Context: an optimization exercise on an open-source flow, tuned for small area, a short achievable clock period and few clock cycles. The choices shown serve that exercise and are no tape-out recipe.
In this exercise RTL edits were held to simulation tests only and were not proved equivalent to the original.
Power and IR drop assume default switching activity.

==> flow/design.v <==
module fold_decoder (
    input  wire       clk,
    input  wire       rst,         
    input  wire       in_valid,
    input  wire [7:0] in_data,
    output wire       in_ready,
    output wire       out_we,
    output wire [9:0] out_addr,
    output wire [7:0] out_data,
    output wire       hist_re,
    output wire [9:0] hist_addr,
    input  wire [7:0] hist_data,
    output wire       done,
    output wire [2:0] status
);
    localparam [2:0] ST_OK     = 3'd0,
                     ST_HEADER = 3'd1,
                     ST_RSVD   = 3'd2,
                     ST_DIST   = 3'd3,
                     ST_LENGTH = 3'd4,
                     ST_TRUNC  = 3'd5,
                     ST_CRC    = 3'd6;
    localparam [3:0] S_HDR   = 4'd0,    
                     S_EVAL  = 4'd1,    
                     S_TOK   = 4'd2,    
                     S_LIT   = 4'd3,    
                     S_MX    = 4'd4,    
                     S_CRD   = 4'd5,    
                     S_CWR   = 4'd6,    
                     S_RAW   = 4'd7,    
                     S_DRAIN = 4'd8,    
                     S_FIN   = 4'd9;    
    reg  [3:0]  state;
    reg  [2:0]  hcnt;           
    reg  [63:0] hdr;
    reg  [10:0] blen;           
    reg  [10:0] body_left;      
    reg  [10:0] outpos;         
    reg  [5:0]  run_left;       
    reg  [5:0]  mlen_left;      
    reg  [1:0]  dist_hi;
    reg  [9:0]  src;            
    reg  [31:0] crc;
    reg  [2:0]  stat_r;
    wire [15:0] h_b     = hdr[15:0];
    wire [10:0] h_body  = hdr[26:16];
    wire        h_raw   = hdr[27];
    wire [3:0]  h_zero  = hdr[31:28];
    wire [31:0] h_crc   = hdr[63:32];
    wire        h_bad   = (h_b == 16'd0) || (h_b > 16'd1024) || (h_zero != 4'd0) ||
                          (h_raw && ({5'd0, h_body} != h_b));
    wire take_state = (state == S_HDR) || (state == S_LIT) || (state == S_MX) ||
                      (state == S_RAW) || (state == S_DRAIN) ||
                      (state == S_TOK && body_left != 11'd0);
    assign in_ready = take_state;
    wire   take     = in_valid && take_state;
    wire       wr_in   = take && (state == S_LIT || state == S_RAW);
    wire       wr_hist = (state == S_CWR);
    assign out_we    = wr_in || wr_hist;
    assign out_addr  = outpos[9:0];
    assign out_data  = wr_hist ? hist_data : in_data;
    assign hist_re   = (state == S_CRD);
    assign hist_addr = src;
    assign done   = (state == S_FIN);
    assign status = stat_r;
    reg [31:0] crc_next;
    integer    k;
    always @* begin
        crc_next = crc ^ {24'd0, out_data};
        for (k = 0; k < 8; k = k + 1)
            crc_next = crc_next[0] ? ((crc_next >> 1) ^ 32'h82F6_3B78) : (crc_next >> 1);
    end
    wire [10:0] body_after = body_left - 11'd1;
    wire [6:0]  lit_n      = {1'b0, in_data[5:0]} + 7'd1;      
    wire [5:0]  m_len      = {1'b0, in_data[6:2]} + 6'd3;      
    wire [10:0] m_dist     = {dist_hi, in_data} + 11'd1;       
    wire [11:0] lit_end    = {1'b0, outpos} + {5'd0, lit_n};
    wire [11:0] m_end      = {1'b0, outpos} + {6'd0, mlen_left};
    always @(posedge clk) begin
        if (rst) begin
            state     <= S_HDR;
            hcnt      <= 3'd0;
            stat_r    <= ST_OK;
            hdr       <= 64'd0;
            blen      <= 11'd0;
            body_left <= 11'd0;
            outpos    <= 11'd0;
            run_left  <= 6'd0;
            mlen_left <= 6'd0;
            dist_hi   <= 2'd0;
            src       <= 10'd0;
            crc       <= 32'hFFFF_FFFF;
        end else begin
            if (out_we) begin
                crc    <= crc_next;
                outpos <= outpos + 11'd1;
            end
            case (state)
            S_HDR: if (take) begin
                hdr[8*hcnt +: 8] <= in_data;
                hcnt <= hcnt + 3'd1;
                if (hcnt == 3'd7)
                    state <= S_EVAL;
            end
            S_EVAL: begin
                blen      <= h_b[10:0];
                body_left <= h_body;
                outpos    <= 11'd0;
                crc       <= 32'hFFFF_FFFF;
                stat_r    <= ST_OK;
                if (h_bad) begin
                    stat_r <= ST_HEADER;
                    state  <= (h_body != 11'd0) ? S_DRAIN : S_FIN;
                end else if (h_raw) begin
                    state  <= S_RAW;
                end else begin
                    state  <= S_TOK;
                end
            end
            S_TOK: begin
                if (body_left == 11'd0) begin
                    if (outpos != blen)
                        stat_r <= ST_LENGTH;
                    else if (~crc != h_crc)
                        stat_r <= ST_CRC;
                    state <= S_FIN;
                end else if (take) begin
                    body_left <= body_after;
                    if (in_data[7:6] == 2'b00) begin
                        if ({4'd0, lit_n} > body_after) begin
                            stat_r <= ST_TRUNC;
                            state  <= (body_after != 11'd0) ? S_DRAIN : S_FIN;
                        end else if (lit_end > {1'b0, blen}) begin
                            stat_r <= ST_LENGTH;
                            state  <= (body_after != 11'd0) ? S_DRAIN : S_FIN;
                        end else begin
                            run_left <= lit_n[5:0];         
                            state    <= S_LIT;
                        end
                    end else if (in_data[7:6] == 2'b01) begin
                        stat_r <= ST_RSVD;
                        state  <= (body_after != 11'd0) ? S_DRAIN : S_FIN;
                    end else begin
                        if (body_after == 11'd0) begin
                            stat_r <= ST_TRUNC;
                            state  <= S_FIN;
                        end else begin
                            mlen_left <= m_len;
                            dist_hi   <= in_data[1:0];
                            state     <= S_MX;
                        end
                    end
                end
            end
            S_LIT: if (take) begin
                body_left <= body_after;
                run_left  <= run_left - 6'd1;
                if (run_left == 6'd1)
                    state <= S_TOK;
            end
            S_MX: if (take) begin
                body_left <= body_after;
                if (m_dist > outpos) begin
                    stat_r <= ST_DIST;
                    state  <= (body_after != 11'd0) ? S_DRAIN : S_FIN;
                end else if (m_end > {1'b0, blen}) begin
                    stat_r <= ST_LENGTH;
                    state  <= (body_after != 11'd0) ? S_DRAIN : S_FIN;
                end else begin
                    src   <= outpos[9:0] - m_dist[9:0];
                    state <= S_CRD;
                end
            end
            S_CRD: state <= S_CWR;
            S_CWR: begin
                src       <= src + 10'd1;
                mlen_left <= mlen_left - 6'd1;
                state     <= (mlen_left == 6'd1) ? S_TOK : S_CRD;
            end
            S_RAW: if (take) begin
                body_left <= body_after;
                if (body_after == 11'd0) begin
                    if (~crc_next != h_crc)
                        stat_r <= ST_CRC;
                    state <= S_FIN;
                end
            end
            S_DRAIN: if (take) begin
                body_left <= body_after;
                if (body_after == 11'd0)
                    state <= S_FIN;
            end
            S_FIN: begin
                hcnt  <= 3'd0;
                state <= S_HDR;
            end
            default: state <= S_HDR;
            endcase
        end
    end
endmodule
==> flow/run.sh <==
#!/bin/bash
# synth_recipe.tcl (not shown) runs the flow's synth.tcl, then flattens the netlist and writes it again
# the make line also repeats each setting of config.mk as NAME=value (left out here)
make -C /OpenROAD-flow-scripts/flow DESIGN_CONFIG=/design/flow/config.mk WORK_HOME=/design/flow/orfs CLKGATE_MAP_FILE= SYNTH_SCRIPT=/design/flow/synth_recipe.tcl finish
==> flow/config.mk <==
export PLATFORM = sky130hd
export DESIGN_NAME = fold_decoder
export DESIGN_NICKNAME = fold_decoder
export VERILOG_FILES = /design/flow/design.v
export SDC_FILE = /design/flow/constraint.sdc
export NUM_CORES = 4
export LEC_CHECK = 0
export CAP_MARGIN = 20
export CORE_MARGIN = 2
export CORE_UTILIZATION = 40
export PLACE_DENSITY = 0.6
export SLEW_MARGIN = 20
==> flow/constraint.sdc <==
create_clock -name core_clock -period 6.0 [get_ports {clk}]
set_input_delay 1.2000 -clock core_clock [delete_from_list [all_inputs] [get_ports {clk}]]
set_output_delay 1.2000 -clock core_clock [all_outputs]
set_load 0.01 [all_outputs]
==> results.ini <==
[cts]
clk_path_buf_depth = 2
numCtsBuffers = 17
cts_htree_levels = 4
cts_tree = yes
cts-resized-gates = 0
post_cts_buffers = 0
clockRootBuffer = clkbuf_16
cts_sinks = 163
path_clk_slew_ns = 0.08
postCtsHoldBufs = 0
clk_latency_ns = 0.45

[sta]
fin_crit_sh = 0.906
max_freq_mhz = 184
worst_slew_pin_slew_ns = 1.08
max_slew_margin = 0.276
hold_viol = 0
setup_violations = 0
skew_ns = 0.0159
rsz0062_at_grt = no
report.final.slew_viol_count = 0
min_period_ns = 5.44
tns_ns = 0

[global_route]
antenna_found_initial = 0
grt_busiest_layer = met2
met3_usage = 0.0387
grt_pass1_wl_mm = 63.4
met2_usage = 0.391
grt_max_degree = 81
track_usage = 0.251
grt_use_met1 = 0.348
first_global_vias = 10543
grt-ovfl-total = 0

[die]
start_util = 0.407
fp.coreArea_sq_mm = 0.0307
top_level_ports = 54
die_height_um = 181
dieArea_sq_mm = 0.0327
rows = 64
die_w_um = 181

[yosys]
ys_warn_count = 1
yosysMostFrequentCell = xnor2_1
ys_top_cells_by_count = xnor2_1 (166), dfxtp_1 (163), nor2_1 (151), nand2_1 (137), a21oi_1 (84)
syn_nets = 1616
synth_top_area_share = 0.261
syn-instance-count = 1511
ys_ff_latch = 163
synth_top_flop_cell = dfxtp_1
async_flop_share = 0
synth_edf_count = 0
synth_area_per_cell_sq_um = 8.29
synthesis.area_sq_mm = 0.0125
synth.distinct_cells = 81
synth_area_leader_cell = dfxtp_1
synthTopCellsByArea = dfxtp_1 (26%), xnor2_1 (12%), ha_1 (8.3%), nor2_1 (4.5%), xor2_1 (4.3%)
synth-seq-area-share = 0.261

[setup_path]
cp_slowest_cell = clkdlybuf4s50_1
max_stage_delay_ns = 0.53
startpoint_type = input pin
cp-end-kind = flop
worstPathArrival_ns = 5.77
worstPathMaxFanout = 8
cp.buffers_inverters = 2
cp_top_family = compound AO/OA/AOI/OAI gates
crit_type = in -> reg
crit_chain = clkdlybuf4s50_1 -> ha_1 -> xor2_1 -> ha_1 -> inv_1 -> a21oi_1 -> o21bai_1 -> a21oi_1 -> o31a_1 -> xnor2_1 -> ha_1 -> a21o_1 -> a2111oi_0 -> a21oi_1 -> nor3_1 -> o2111a_1 -> o21ai_0 -> a221oi_1
worstPathRequired_ns = 6.34

[power_and_ir_drop]
p_switching_uw = 848
ir_drop_v = 0.000188
power_frac_clock = 0.402
switching_share = 0.306
seq_power_share = 0.397
powerDensity_mw_per_mm2 = 197
combPwrFrac = 0.201
p_int_mw = 1.92
power_leakage_nw = 5.46

[run]
maxCapViolations = 0

[layout]
n_antenna_cell = 0
drive_gt1_frac = 0.0720
layout.nets = 1634
fin_util = 0.456
area_growth_pct = 12.0
final_area_sq_mm = 0.0140

[placement]
gp_routability_congestion = 0.972
io_buffers = 53
placed_area_sq_mm = 0.0134
dpl.hpwl_mm = 31.1

[detailed_routing]
ant_nets = 0
avgRoutedWirePerCell_um = 21.1
vias_per_cell = 5.80
first_pass_iters = 5
drc = 0
vias = 11235
drtIter0Drc = 1071
wirelength_mm = 40.8

[worst_hold_path]
hold_class = reg -> reg

[run_status]
outcome = timing/DRC/antenna clean

## registers in the layout, summed over array words and instances (netlist names)
name       flops
blen          11
run_left       6
body_left     11
hdr           64
src           10
hcnt           3
mlen_left      6
stat_r         3
dist_hi        2
crc           32
state          4
outpos        11
## worst register-to-register path, delay by kind of cell (launching register included)
family	cells	cell delay (ns)
xor gates and xnor gates	1	0.16
AOI/OAI and AO/OA	11	2.84
and+or+nand+nor	3	0.35
adders and majority gates	2	0.66
DFF	1	0.51
buffers and inverters	1	0.25
## layout make-up
class / instances / area [sq um]
multi-input cells: 1180 / 8590
clock buffers: 20 / 457
clock inverters: 12 / 123
fillers: 3031 / 16700
inverters: 75 / 282
well taps: 396 / 495
repair buffers: 92 / 821
flip-flops and latches: 163 / 3260
## metal layers
metal / routed length [um] / vias to the layer above / part of all wire
met2: 18300 / 395 / 0.45
met4: 1360 / 0 / 0.033
met5: 0 / - / 0
met1: 18400 / 5385 / 0.45
met3: 2700 / 77 / 0.066
li1: - / 5378 / -
## power groups by stage
stage          clock network, mW  logic [mW]  registers [mW]
2_1_floorplan                  0       0.394            1.12
3_3_place_gp                   0       0.542            1.12
3_5_place_dp                   0       0.544            1.12
4_1_cts                     1.13       0.549            1.10
5_1_grt                     1.17       0.606            1.10
6_report                    1.11       0.557            1.10
## kinds of logic (layout without fill, tap and decap cells)
| kind of cell | Yosys count | in the layout | share of synthesized area |
|---|---|---|---|
| AND/OR/NAND/NOR | 472 | 472 | 0.174 |
| AO/OA/AOI/OAI | 339 | 339 | 0.185 |
| XOR/XNOR | 260 | 260 | 0.215 |
| buffers and inverters | 168 | 199 | 0.0560 |
| flip-flops | 163 | 163 | 0.261 |
| adder cells (fa/ha/maj) | 86 | 86 | 0.0877 |
| multiplexers | 23 | 23 | 0.0214 |
## per-stage QoR
step / hold slack (ns) / worst slack (ns) / instances / power (mW)
after floorplan: 0.454 / 0.774 / 1511 / 1.51
after global placement: 0.466 / 0.251 / 1906 / 1.66
after detailed placement: 0.477 / 0.182 / 1906 / 1.67
after CTS: 0.487 / 0.631 / 1938 / 2.78
after global routing: 0.507 / 0.152 / 1938 / 2.87
final: 0.489 / 0.563 / 1938 / 2.77
## worst paths after layout
kind | from | end | slack [ns] | cells after the start
worst max-delay path | in_data[0] | run_left[2] | 0.56 | 18
worst min-delay path | blen[4] | blen[4] | 0.49 | 2
worst max register to register | outpos[0] | src[7] | 1.14 | 18
worst min register to register | blen[4] | blen[4] | 0.49 | 2
## placed cells by master, fill, tap and decap left out, types with 32 or more instances in the layout
cell type / netlist / final
clkdlybuf4s50_1: 0 / 52
o211ai_1: 38 / 38
o21ai_0: 44 / 44
xnor2_1: 166 / 166
buf_4: 13 / 40
nor2_1: 151 / 150
xor2_1: 62 / 62
a22oi_1: 34 / 34
nand3_1: 42 / 42
nor3_1: 38 / 36
ha_1: 83 / 83
a21oi_1: 84 / 84
a32oi_1: 32 / 32
dfxtp_1: 163 / 163
inv_1: 74 / 74
nand2_1: 137 / 136
Testbench counts, summed over its fixed seeds: cycles 309,942.

## static timing again, ports no longer ideal
In the flow no input, the clock included, has a driving cell. The finished layout below was timed again as built, in two steps. Step 1 (the two cells are an assumption about what drives the block):
set clk [get_ports {clk}]
set_driving_cell -lib_cell sky130_fd_sc_hd__clkbuf_16 $clk
set_driving_cell -lib_cell sky130_fd_sc_hd__buf_2 [delete_from_list [all_inputs] $clk]
Step 2, shift: input delay + t, output delay - t, t = (earliest + latest rising clock arrival at the registers) / 2. This alone moves slack from input paths to output paths. a / b / c = no drivers / after step 1 / after step 2; a / b = the first two.
t, ns: 0.493
setup slack, ns: 0.563 / 0.574 / 0.081
worst hold slack (ns): 0.489 / 0.489 / 0.489
pins driven straight from the clock port: 1
After both steps setup and hold are still met in this run. The setup slack of this run moves by +0.011 ns with the drivers and by -0.482 ns with both steps.
